From an optimization exercise on the open Yosys and OpenROAD flow, aimed at small area, a short achievable clock period and few clock cycles per item; shortcuts taken in it are not production practice. Power and IR drop assume default switching activity.

==> job 3908: inputs <==
Design lane_sig_unit, start of the top module:
module lane_sig_unit (
    input  wire        clk,
    input  wire        rst,         
    input  wire        in_valid,
    output wire        in_ready,
    input  wire [1:0]  in_op,       
    input  wire [63:0] in_data,     
    input  wire [63:0] in_aux,      
    output wire        out_valid,
    input  wire        out_ready,
    output wire [63:0] out_data,
    output wire        out_ok
);
export LEC_CHECK = 0
export CAP_MARGIN = 20
export CORE_MARGIN = 2
export CORE_UTILIZATION = 60
export PLACE_DENSITY = 0.72
export SLEW_MARGIN = 20
create_clock -name core_clock -period 12.0 [get_ports {clk}]
run.sh (not shown) runs the stock make flow with config.mk's settings and CLKGATE_MAP_FILE= SYNTH_SCRIPT=/design/flow/synth_recipe.tcl, a recipe that flattens the netlist after the stock synthesis.
==> job 6617: changes against job 3908 <==
--- a/flow/design.v
+++ b/flow/design.v
@@ -590,15 +590,14 @@
             m = 16'hc1e0; hM[15] = m[v];
         end
     endfunction
     reg        rdy;
     reg        v0;
     reg [1:0]  op0;
     reg [63:0] x0, a0;
-    reg        bs0, bs1, bs2, bs3;
     reg        v1, v2, v3, v4;
     reg [1:0]  op1, op2, op3, op4;
     reg [19:0] sa1, sb1;
     reg [15:0] lo1, lo2;
     reg        wf1, wf2;
     reg [17:0] vp2;
     reg [15:0] vr3;
@@ -617,40 +616,42 @@
     reg [2:0]  ds;
     reg        dmv;
     reg [16:0] dmm;
     reg [3:0]  dcnt;
     reg [47:0] ddvd;
     reg [15:0] drem;
     reg        dsgn;
-    reg        dhz;       
     reg [1:0]  dk;
     reg        dok;
     reg [1:0]  es;
     reg [4:0]  ecnt;
     reg [63:0] ek;
     reg [63:0] eacc;
     reg        ecar;
     reg [47:0] end_n;
+    reg [63:0] end_s;
+    reg        eok;
+    reg [1:0]  eold;      
     reg [63:0] outq;
     reg        okq;
     reg        ov;
     wire is_beg0 = (op0 == OP_BEGIN);
-    wire [15:0] lk1 = bs0 ? tm1(x0[19:16]) : ta1(x0[19:16]);
-    wire [15:0] lk2 = bs0 ? tm2(x0[23:20]) : ta2(x0[23:20]);
-    wire [15:0] lk3 = bs0 ? tm3(x0[27:24]) : ta3(x0[27:24]);
-    wire [15:0] lk4 = bs1 ? tm4(x0[31:28]) : ta4(x0[31:28]);
-    wire [15:0] lk5 = bs1 ? tm5(x0[35:32]) : ta5(x0[35:32]);
-    wire [15:0] lk6 = bs1 ? tm6(x0[39:36]) : ta6(x0[39:36]);
-    wire [15:0] lk7 = bs2 ? tm7(x0[43:40]) : ta7(x0[43:40]);
-    wire [15:0] lk8 = bs2 ? tm8(x0[47:44]) : ta8(x0[47:44]);
-    wire [15:0] lk9 = bs2 ? tm9(x0[51:48]) : ta9(x0[51:48]);
-    wire [15:0] lk10 = bs3 ? tm10(x0[55:52]) : ta10(x0[55:52]);
-    wire [15:0] lk11 = bs3 ? tm11(x0[59:56]) : ta11(x0[59:56]);
-    wire [15:0] lk12 = bs3 ? tm12(x0[63:60]) : ta12(x0[63:60]);
-    wire [19:0] t0 = {4'd0, x0[15:0]};    
+    wire [15:0] lk1 = is_beg0 ? tm1(x0[3:0]) : ta1(x0[19:16]);
+    wire [15:0] lk2 = is_beg0 ? tm2(x0[7:4]) : ta2(x0[23:20]);
+    wire [15:0] lk3 = is_beg0 ? tm3(x0[11:8]) : ta3(x0[27:24]);
+    wire [15:0] lk4 = is_beg0 ? tm4(x0[15:12]) : ta4(x0[31:28]);
+    wire [15:0] lk5 = is_beg0 ? tm5(x0[19:16]) : ta5(x0[35:32]);
+    wire [15:0] lk6 = is_beg0 ? tm6(x0[23:20]) : ta6(x0[39:36]);
+    wire [15:0] lk7 = is_beg0 ? tm7(x0[27:24]) : ta7(x0[43:40]);
+    wire [15:0] lk8 = is_beg0 ? tm8(x0[31:28]) : ta8(x0[47:44]);
+    wire [15:0] lk9 = is_beg0 ? tm9(x0[35:32]) : ta9(x0[51:48]);
+    wire [15:0] lk10 = is_beg0 ? tm10(x0[39:36]) : ta10(x0[55:52]);
+    wire [15:0] lk11 = is_beg0 ? tm11(x0[43:40]) : ta11(x0[59:56]);
+    wire [15:0] lk12 = is_beg0 ? tm12(x0[47:44]) : ta12(x0[63:60]);
+    wire [19:0] t0 = is_beg0 ? 20'd0 : {4'd0, x0[15:0]};
     wire [19:0] t1 = {4'd0, lk1};
     wire [19:0] t2 = {4'd0, lk2};
     wire [19:0] t3 = {4'd0, lk3};
     wire [19:0] t4 = {4'd0, lk4};
     wire [19:0] t5 = {4'd0, lk5};
     wire [19:0] t6 = {4'd0, lk6};
     wire [19:0] t7 = {4'd0, lk7};
@@ -691,28 +692,25 @@
     wire [19:0] rc_3_0c = {rc_3_0m[18:0], 1'b0};
     wire [19:0] rc_4_0s = rc_3_0s ^ rc_3_0c ^ rc_2_1c;
     wire [19:0] rc_4_0m = (rc_3_0s & rc_3_0c) | (rc_3_0s & rc_2_1c) | (rc_3_0c & rc_2_1c);
     wire [19:0] rc_4_0c = {rc_4_0m[18:0], 1'b0};
     wire [19:0] csa_a = rc_4_0s;
     wire [19:0] csa_b = rc_4_0c;
     wire        is_beg1 = (op1 == OP_BEGIN);
-    wire [15:0] v_ha  = is_beg1 ? hM(sa1[19:16]) : hA(sa1[19:16]);
-    wire [15:0] v_hb  = is_beg1 ? hM(sb1[19:16]) : hA(sb1[19:16]);
-    wire [17:0] vp    = {2'b0, sa1[15:0]} + {2'b0, sb1[15:0]} + {2'b0, v_ha} + {2'b0, v_hb};
+    wire [3:0]  h0    = sa1[19:16] + sb1[19:16];
+    wire [15:0] v_hi  = is_beg1 ? hM(h0) : hA(h0);
+    wire [17:0] vp    = {2'b0, sa1[15:0]} + {2'b0, sb1[15:0]} + {2'b0, v_hi};
     wire        is_beg2 = (op2 == OP_BEGIN);
     wire [18:0] md1  = is_beg2 ? CM : CA;
     wire [18:0] md2  = is_beg2 ? (CM * 2) : (CA * 2);
     wire [18:0] md3  = is_beg2 ? (CM * 3) : (CA * 3);
     wire [18:0] vq1  = {1'b0, vp2} - md1;
     wire [18:0] vq2  = {1'b0, vp2} - md2;
-    wire [18:0] md4  = is_beg2 ? (CM * 4) : (CA * 4);
     wire [18:0] vq3  = {1'b0, vp2} - md3;
-    wire [18:0] vq4  = {1'b0, vp2} - md4;
-    wire [15:0] vr   = !vq4[18] ? vq4[15:0] : !vq3[18] ? vq3[15:0] : !vq2[18] ? vq2[15:0] :
-                       !vq1[18] ? vq1[15:0] : vp2[15:0];
+    wire [15:0] vr   = !vq3[18] ? vq3[15:0] : !vq2[18] ? vq2[15:0] : !vq1[18] ? vq1[15:0] : vp2[15:0];
     wire        wrap = wf2 && (lo2 <= dm_q);
     wire [15:0] cadd = wrap3 ? g_q : e_q;               
     wire [15:0] csub = wrap3 ? gn_q : (dm_q + 16'd1);   
     wire [16:0] zc0  = {1'b0, vr3} + {1'b0, cadd};
     wire [16:0] zc1  = {1'b0, vr3} - {1'b0, csub};
     wire [15:0] rho  = zc1[16] ? zc0[15:0] : zc1[15:0];
     wire [15:0] e_new  = CM[15:0] - dm_q;
@@ -761,15 +759,16 @@
         else if (!dt3[19]) begin dqd = 3'd3; drn = dt3[15:0]; end
         else if (!dt2[19]) begin dqd = 3'd2; drn = dt2[15:0]; end
         else if (!dt1[19]) begin dqd = 3'd1; drn = dt1[15:0]; end
         else               begin dqd = 3'd0; drn = dx[15:0];  end
     end
     wire        mark2 = v2 && (op2 == OP_DECODE);
     wire [16:0] mnew  = {1'b0, lo2} + {1'b0, dm_q} + 17'd1;
-    wire        dwrap  = drem[15] && dhz && ({ddvd[16:0]} < dmm);
+    wire        dwrap  = drem[15] && (drem[14:0] == 15'd0) && (ddvd[47:17] == 31'd0) &&
+                         ({ddvd[16:0]} < dmm);
     wire        dneg   = drem[15] && !dwrap;
     wire [18:0] dr0    = {3'b0, drem} - {2'b0, dmm};
     wire [18:0] dr1    = {3'b0, drem} + CA - {2'b0, dmm};
     wire [18:0] dr2    = {3'b0, drem} + (CA * 2) - {2'b0, dmm};
     wire [63:0] dq     = {{16{dsgn}}, ddvd};
     wire [2:0]  dq_lo  = {1'b0, dq[1:0]} - {1'b0, dk};
     wire [61:0] dq_hi  = dq[63:2] - {61'd0, dq_lo[2]};
@@ -786,70 +785,62 @@
         input [1:0] f_op;
         input       f_b1;      
         input       f_b2;      
         input       f_b3;      
         input       f_xs;
         input [2:0] f_ds;
         input [1:0] f_es;
-        input       f_ov;
         case (f_op)
             OP_BEGIN:  go_ok = !f_b1 && !f_b2 && !f_b3;
             OP_RESULT: go_ok = 1'b1;
             OP_DECODE: go_ok = !f_xs || (f_ds == 3'd0);
-            default:   go_ok = (f_es == 2'd0) && (f_ds == 3'd0) && !f_xs && !f_ov;
+            default:   go_ok = (f_es == 2'd0);
         endcase
     endfunction
     wire go0 = v0 && go_ok(op0, v1 && (op1 == OP_BEGIN), v2 && (op2 == OP_BEGIN), v3 && (op3 == OP_BEGIN),
-                           xs, ds, es, ov);
+                           xs, ds, es);
     wire s0_free = !v0 || go0;
     wire end_rel   = go0 && (op0 == OP_END);
     wire dec_rel   = go0 && (op0 == OP_DECODE);
     wire xfer_x    = (ds == 3'd0) && xs;                  
     wire load_s0   = (ds == 3'd0) && !xs && dec_rel;      
-    wire dec_xfer  = (ds == 3'd4) && !ov && (es == 2'd0);
+    wire dec_xfer  = (ds == 3'd4) && !ov && !((es != 2'd0) && (eold == 2'd0));
+    wire end_xfer  = (es == 2'd3) && !ov && (eold == 2'd0);
     wire m_to_div  = mark2 && (((ds == 3'd1) && !dmv) || (xfer_x && !xmv));
     wire m_to_x    = mark2 && !m_to_div;
     reg       xs_n;
     reg [2:0] ds_n;
     reg [1:0] es_n;
-    reg       ov_n;
     always @* begin
         xs_n = xs;
         if (dec_rel && !load_s0)             xs_n = 1'b1;
         else if (xfer_x)                     xs_n = 1'b0;
         ds_n = ds;
         case (ds)
             3'd0: if (xfer_x || load_s0)     ds_n = 3'd1;
-            3'd1: if (dmv)                   ds_n = 3'd5;
-            3'd5:                            ds_n = 3'd2;
+            3'd1: if (dmv)                   ds_n = 3'd2;
             3'd2: if (dcnt == 4'd15)         ds_n = 3'd3;
             3'd3:                            ds_n = 3'd4;
-            3'd4: if (dec_xfer)              ds_n = 3'd0;
-            default:                         ds_n = ds;
+            default: if (dec_xfer)           ds_n = 3'd0;
         endcase
         es_n = es;
         if (end_rel)                         es_n = 2'd1;
         else if ((es == 2'd1) && (ecnt == 5'd24)) es_n = 2'd2;
         else if (es == 2'd2)                 es_n = 2'd3;
-        else if ((es == 2'd3) && take)       es_n = 2'd0;
-        ov_n = (ov && !out_ready) || dec_xfer || (es == 2'd2);
+        else if (end_xfer)                   es_n = 2'd0;
     end
     wire [1:0] nop   = fire ? in_op : op0;
     wire       nhold = fire || (v0 && !go0);
     wire       rdy_n = !nhold || go_ok(nop, go0 && (op0 == OP_BEGIN), v1 && (op1 == OP_BEGIN), v2 && (op2 == OP_BEGIN),
-                                       xs_n, ds_n, es_n, ov_n);
+                                       xs_n, ds_n, es_n);
     always @(posedge clk) begin
         if (s0_free) begin
             op0 <= in_op;
-            x0  <= (in_op == OP_BEGIN) ? {in_data[47:0], 16'd0} : in_data;
+            x0  <= in_data;
             a0  <= in_aux;
-            bs0 <= (in_op == OP_BEGIN);
-            bs1 <= (in_op == OP_BEGIN) || (in_op == OP_DECODE);
-            bs2 <= (in_op == OP_BEGIN) || (in_op == OP_END);
-            bs3 <= (in_op != OP_RESULT);
         end
         op1 <= op0;
         sa1 <= csa_a;
         sb1 <= csa_b;
         lo1 <= (op0 == OP_DECODE) ? a0[15:0] : x0[15:0];
         wf1 <= x0[63] && (x0[62:16] == 47'd0);
         op2 <= op1;
@@ -863,28 +854,26 @@
         rho4 <= rho;
         if (dec_rel)
             xr <= x0;
         if (m_to_x)
             xm <= mnew;
         if (load_s0) begin
             {drem, ddvd} <= x0;
-            dhz <= (x0[62:17] == 46'd0);
         end else if (xfer_x) begin
             {drem, ddvd} <= xr;
-            dhz <= (xr[62:17] == 46'd0);
         end else if (ds == 3'd1) begin
-            if (dmv)
+            if (dmv) begin
+                drem <= drem - (dneg ? 16'd6877 : 16'd0);
                 dsgn <= dneg;
-        end else if (ds == 3'd5) begin
-            drem <= drem - (dsgn ? 16'd6877 : 16'd0);
+            end
         end else if (ds == 3'd2) begin
             drem <= drn;
             ddvd <= {ddvd[44:0], dqd};
         end
-        if (ds == 3'd5)
+        if (ds == 3'd1)
             dcnt <= 4'd0;
         else
             dcnt <= dcnt + 4'd1;
         if (xfer_x)
             dmm <= xmv ? xm : mnew;
         else if (m_to_div)
             dmm <= mnew;
@@ -902,21 +891,24 @@
             ek    <= {ek[61:0], 2'b00};
             eacc  <= {ehi, elo[31:0]};
             ecar  <= elo[32];
             end_n <= {2'b00, end_n[47:2]};
             ecnt  <= ecnt + 5'd1;
         end
         if (v4 && (op4 == OP_END))
-            outq <= s_res;
-        else if (dec_xfer)
-            outq <= {dq_hi, dq_lo[1:0]};
+            end_s <= s_res;
         if (es == 2'd2)
-            okq <= (eacc == outq);
-        else if (dec_xfer)
-            okq <= dok;
+            eok <= (eacc == end_s);
+        if (end_xfer) begin
+            outq <= end_s;
+            okq  <= eok;
+        end else if (dec_xfer) begin
+            outq <= {dq_hi, dq_lo[1:0]};
+            okq  <= dok;
+        end
         if (rst) begin
             rdy  <= 1'b1;
             v0   <= 1'b0;
             v1   <= 1'b0;
             v2   <= 1'b0;
             v3   <= 1'b0;
             v4   <= 1'b0;
@@ -942,27 +934,31 @@
             v1 <= go0;
             v2 <= v1;
             v3 <= v2;
             v4 <= v3;
             xs <= xs_n;
             ds <= ds_n;
             es <= es_n;
-            ov <= ov_n;
+            ov <= (ov && !out_ready) || dec_xfer || end_xfer;
             if (m_to_x)
                 xmv <= 1'b1;
             else if (dec_rel)
                 xmv <= 1'b0;
             if (load_s0)
                 dmv <= 1'b0;
             else if (xfer_x)
                 dmv <= xmv || mark2;
             else if (m_to_div)
                 dmv <= 1'b1;
+            if (end_rel)
+                eold <= {1'b0, (ds != 3'd0) && !dec_xfer} + {1'b0, xs};
+            else if (dec_xfer && (eold != 2'd0))
+                eold <= eold - 2'd1;
             if (go0 && (op0 == OP_BEGIN))
-                n_q <= x0[63:16];
+                n_q <= x0[47:0];
             if (v2 && is_beg2)
                 dm_q <= vr;
             if (v3 && (op3 == OP_BEGIN)) begin
                 e_q  <= e_new;
                 g_q  <= g_new;
                 gn_q <= gn_new;
             end
==> qor summary <==
metric                                                                                job 3908        job 6617
Hold path startpoint                                                            lo1[0]$_DFF_P_     wf1$_DFF_P_
Number of antenna diodes                                                                     6               4
Run status                                                            timing/DRC/antenna clean  timing/DRC/antenna clean
Footprint of the multi-input gates                                                0.0472 sq mm    0.0453 sq mm
Clock latency on the worst-skew pair                                                    760 ps          780 ps
Sequential group power                                                                 4.26 mW         4.39 mW
Cells after Synth                                                                        8,338           8,104
#FFs+latches synth                                                                         873             935
Relative contribution of sequential cells to total power                                 25.3%           25.8%
Post-route design area                                                            0.0794 sq mm    0.0794 sq mm
Sequential cell area                                                              0.0211 sq mm    0.0230 sq mm
DR pass1 iterations                                                                          8               9
Non-Clock Inverter Count                                                                   772             710
Clock share of power                                                                     18.9%           19.8%
Critical path capture point                                                sS[61]$_SDFFE_PP0P_  sa1[3]$_DFF_P_
Multiplexer area fraction after synthesis                                                3.09%           1.74%
Final Non-Filler Cells                                                                   9,964           9,816
Portion of the clock cycle consumed by the worst path in the final layout                50.4%           51.3%
Maximum number of pins on one net before global-route repair                               180             194
First-pass GRT wire length                                                              390 mm          392 mm
Share of synthesized cell area in and, or, nand and nor gates                            15.5%           15.7%
Sequential fraction of the synthesis area                                                29.0%           31.8%
Detail Route met3 WL                                                                   35.2 mm         38.6 mm
Share of the synthesized area in compound gates (AO/OA/AOI/OAI)                          17.9%           17.7%
Internal power summed over all cells                                                   9.33 mW         9.52 mW
Via count of the first global-routing pass                                               59.4k           59.6k
Area Overhead vs Synth                                                                   8.91%           9.69%
Function was not checked in any run of this note: the RTL went through the layout flow alone.

## static timing again, ports no longer ideal
The results above use ideal ports. As a check the final layouts listed here were re-extracted and re-timed, cells and wires unchanged.
Step 1, drivers: a clkbuf_16 drives clk and a buf_2 each remaining input, both assumed.
Step 2 adds t to the input delays and takes it off the output delays; t is the mean of the earliest and latest rising clock arrival at the registers after step 1. Input paths then give back, and output paths get back, about the clock's delay inside the block.
Slacks: ideal / step 1 / step 2; pairs: ideal / step 1.
run | t, ns | slack for setup (ns) | hold WS [ns] | latest minus earliest clock arrival (ns)
job 3908 | 0.812 | 5.950 / 5.950 / 5.950 | 0.316 / 0.316 / 0.316 | 0.055 / 0.056
job 6617 | 0.822 | 5.844 / 5.844 / 5.844 | 0.277 / 0.277 / 0.277 | 0.076 / 0.076
After both steps every run listed still meets setup and hold.
